This is an optimization exercise on Yosys and OpenROAD, whose aim is small area, a short achievable clock period and few clock cycles, not a production implementation.
The RTL was checked by simulation tests, not by an equivalence proof against the original design.
Power figures rest on the tool's default switching activity, not on a simulated workload.

// cv_unit
module cv_unit (
    input  wire        clk,
    input  wire        rst,           
    input  wire        engine_held,   
    input  wire        req_valid,
    output wire        req_ready,
    input  wire        req_write,
    input  wire [11:0] req_addr,      
    input  wire [1:0]  req_size,      
    input  wire [63:0] req_wdata,     
    output reg         rsp_valid,
    output wire [63:0] rsp_rdata,
    output reg         host_event
);
Size: ~150 I/O pins, ~0.025 mm² of cells after synthesis.
==> flow/config.mk <==
export PLATFORM = sky130hd
export DESIGN_NAME = cv_unit
export DESIGN_NICKNAME = cv_unit
export VERILOG_FILES = /design/flow/design.v
export SDC_FILE = /design/flow/constraint.sdc
export NUM_CORES = 4
export LEC_CHECK = 0
export CAP_MARGIN = 20
export CORE_MARGIN = 2
export CORE_UTILIZATION = 40
export SLEW_MARGIN = 20
export SYNTH_HIERARCHICAL = 1
==> flow/constraint.sdc <==
create_clock -name core_clock -period 10.0 [get_ports {clk}]
set_input_delay 2.0000 -clock core_clock [delete_from_list [all_inputs] [get_ports {clk}]]
set_output_delay 2.0000 -clock core_clock [all_outputs]
set_load 0.01 [all_outputs]
standard.sh (not shown) runs the stock make flow with config.mk's settings and CLKGATE_MAP_FILE= SYNTH_SCRIPT=/design/flow/synth_recipe.tcl, a recipe that flattens the netlist after the stock synthesis.
==> flow/flow/run.sh <==
#!/bin/bash
set -euo pipefail
bash standard.sh SETUP_SLACK_MARGIN=6.75 "BUFFER_PORTS_ARGS=-buffer_cell sky130_fd_sc_hd__buf_1" finish > flow_make.log 2>&1
The first run finished with timing, DRC and antenna clean.
Testbench counts at the start, summed over its fixed seeds: cycles 13,195.
Edit:
==> flow/flow/run.sh (replaced) <==
#!/bin/bash
set -euo pipefail
bash standard.sh SETUP_SLACK_MARGIN=6.5 "BUFFER_PORTS_ARGS=-buffer_cell sky130_fd_sc_hd__buf_4" finish > flow_make.log 2>&1
Outcome: Combinational power went down by 22%; final cell count went down by 4.9%; setup slack is better by 0.037 ns; routed wire length went down by 3.2%; global-route usage went down by 0.10 points; cell area went down by 9.6%; via count went down by 4.9%; sequential cell count stays the same; synthesized cell count is unchanged; core utilization went down by 5.3 points.
Edit:
==> flow/flow/run.sh (replaced) <==
#!/bin/bash
set -euo pipefail
bash standard.sh SETUP_SLACK_MARGIN=6.25 "BUFFER_PORTS_ARGS=-buffer_cell sky130_fd_sc_hd__buf_1" finish > flow_make.log 2>&1
After rerunning:
- The new run finished with timing, DRC and antenna clean
- area after synthesis does not change
- via count drops by 1.6%
- setup slack loses 0.36 ns

========
Another version of the RTL of cv_unit (not shown whole).
For scale: ~150 I/O pins, ~0.023 mm² of cells after synthesis.
export LEC_CHECK = 0
export CAP_MARGIN = 20
export CORE_MARGIN = 2
export CORE_UTILIZATION = 40
export GPL_ROUTABILITY_DRIVEN = 0
export SLEW_MARGIN = 20
export SYNTH_HIERARCHICAL = 1
create_clock -name core_clock -period 10.0 [get_ports {clk}]
==> flow/flow/run.sh <==
#!/bin/bash
set -euo pipefail
bash standard.sh SETUP_SLACK_MARGIN=6.5 "BUFFER_PORTS_ARGS=-buffer_cell sky130_fd_sc_hd__buf_1" finish > flow_make.log 2>&1
The baseline completed with no timing, DRC or antenna violations.
Testbench counts at the start, summed over its fixed seeds: cycles 13,195.
Edit:
GPL_ROUTABILITY_DRIVEN = not set   (was 0)
Result:
- setup slack barely changes
- non-clock buffer count goes up by 20
- core utilization rose by 0.44 points
- first-iteration DRC count goes down by 8.6%
- hold slack loses 0.017 ns
- final area climbs by 0.90%
- wire length rose by 9.8%
- flip-flop and latch count does not change
Edit:
CTS_BUF_LIST = sky130_fd_sc_hd__clkbuf_8   (was not set)
PLACE_DENSITY = 0.7   (was not set)
=> The changed run ran to the end with no violations. Combinational power shrinks by a few percent. Die area is unchanged. Final cell count increases slightly.

========
Setup of JK:
Another version of the RTL of cv_unit (not shown whole).
Size: about 310 flip-flops, ~150 I/O pins.
clock: 10.0 ns
lec_check: 0
cap_margin: 20
core_margin: 2
core_utilization: 40
slew_margin: 20
synth_hierarchical: 1
Scripts as last shown in full above: flow/flow/run.sh
JK completed end to end with timing, DRC and antenna clean.
Testbench counts of JK, summed over its fixed seeds: cycles 13,387.
Relative to JK, the following input files were edited for MS:
Settings: a change of SLEW_MARGIN from 20 to 5; a change of CAP_MARGIN from 20 to 5; an added CTS_BUF_LIST of sky130_fd_sc_hd__clkbuf_8.
[summary]
Looking at routed wire length, MS sits about 0.6% higher than JK does.
Post-layout total power sits lower in MS than in JK.
There was hardly any difference in sequential element share of the synthesized area between MS and JK.
Looking at the reports, MS completed the entire flow and the layout it produced met the timing, design-rule and antenna checks.

========
## middle
Starting RTL as in the previous note.
Settings: LEC_CHECK=0, CAP_MARGIN=20, CORE_MARGIN=2, CORE_UTILIZATION=40, CTS_BUF_LIST=sky130_fd_sc_hd__clkbuf_8, SLEW_MARGIN=20, SYNTH_HIERARCHICAL=1; clock period 10.0 ns.
Scripts as last shown in full above: flow/flow/run.sh
Testbench counts of middle, summed over its fixed seeds: cycles 13,387.
### middle -> south
- CTS_BUF_LIST no longer set, was sky130_fd_sc_hd__clkbuf_8
==> flow/flow/run.sh <==
#!/bin/bash
set -euo pipefail
bash standard.sh SETUP_SLACK_MARGIN=6.5 "BUFFER_PORTS_ARGS=-buffer_cell sky130_fd_sc_hd__buf_4" finish > flow_make.log 2>&1
==> comparison <==
There was hardly any difference in routed wirelength normalized by instance count between south and middle.
Total power of the final layout (south over middle): increase, 17 uW
For the post-placement cell area, south came in about 1.7% higher than middle did.
NOTE via count middle->south decreased slightly
In the final reports, the cell area of south is larger than that of middle.

========
cv_unit with an RTL version that a note above also has.
Size in the first run: about 2500 cells after synthesis, ~23000 µm² of cells after synthesis.
==> flow/config.mk <==
export PLATFORM = sky130hd
export DESIGN_NAME = cv_unit
export DESIGN_NICKNAME = cv_unit
export VERILOG_FILES = /design/flow/design.v
export SDC_FILE = /design/flow/constraint.sdc
export NUM_CORES = 4
export LEC_CHECK = 0
export CAP_MARGIN = 20
export CORE_MARGIN = 2
export CORE_UTILIZATION = 40
export PLACE_DENSITY = 0.7
export SLEW_MARGIN = 20
export SYNTH_HIERARCHICAL = 1
==> flow/constraint.sdc <==
create_clock -name core_clock -period 10.0 [get_ports {clk}]
set_input_delay 2.0000 -clock core_clock [delete_from_list [all_inputs] [get_ports {clk}]]
set_output_delay 2.0000 -clock core_clock [all_outputs]
set_load 0.01 [all_outputs]
==> flow/flow/run.sh <==
#!/bin/bash
set -euo pipefail
bash standard.sh SETUP_SLACK_MARGIN=6.6 "BUFFER_PORTS_ARGS=-buffer_cell sky130_fd_sc_hd__buf_1" finish > flow_make.log 2>&1
Testbench counts at the start, summed over its fixed seeds: cycles 13,195.
==> next run, changes <==
==> flow/flow/run.sh (replaced) <==
#!/bin/bash
set -euo pipefail
bash standard.sh SETUP_SLACK_MARGIN=6.5 "BUFFER_PORTS_ARGS=-buffer_cell sky130_fd_sc_hd__buf_1" finish > flow_make.log 2>&1
- PLACE_DENSITY: 0.7 -> 0.8
The new run finished with timing, DRC and antenna clean.
Final area came out lower by 1.8%.
Clock power barely changes.
Sequential power stays flat.
Combinational power came out lower by about 2%.
Global-route usage came out lower by 0.78 points.
Core utilization came out lower by 0.91 points.
Total power stays flat.
Fmax came out lower by 4.0%.
Die area is unchanged.

## static timing again, ports no longer ideal
The results above use ideal ports. As a check the final layouts listed here were re-extracted and re-timed, cells and wires unchanged.
Step 1 assumes that a clkbuf_16 drives the clock port and a buf_2 every other input.
Step 2 also shifts input and output timing later by t, the mid clock arrival at the registers, as if the neighbouring blocks saw the same clock.
a / b / c = no drivers / after step 1 / after step 2; a / b = the first two.
run | shift t [ns] | setup slack, ns | worst setup path after step 2
the first run of note 1 | 0.634 | 6.423 / 6.373 / 6.234 | input to register
the second run of note 1 | 0.603 | 6.459 / 6.402 / 6.070 | input to register
the third run of note 1 | 0.610 | 6.095 / 6.095 / 5.854 | input to register
the first run of note 2 | 0.633 | 6.314 / 6.258 / 6.042 | input to register
the second run of note 2 | 0.613 | 6.315 / 6.266 / 6.006 | input to register
the third run of note 2 | 0.619 | 6.194 / 6.194 / 6.008 | input to register
JK | 0.614 | 6.378 / 6.378 / 5.980 | input to register
MS | 0.706 | 6.386 / 6.386 / 5.954 | input to register
middle | 0.696 | 6.446 / 6.446 / 5.917 | input to register
south | 0.617 | 6.373 / 6.373 / 6.062 | input to register
the first run of note 5 | 0.608 | 6.320 / 6.287 / 6.106 | input to register
the second run of note 5 | 0.635 | 6.168 / 6.112 / 6.039 | input to register
After both steps setup and hold are still met in every run listed. For middle, which loses most, drivers alone change the setup slack by 0.000 ns; drivers and shift together by -0.529 ns.
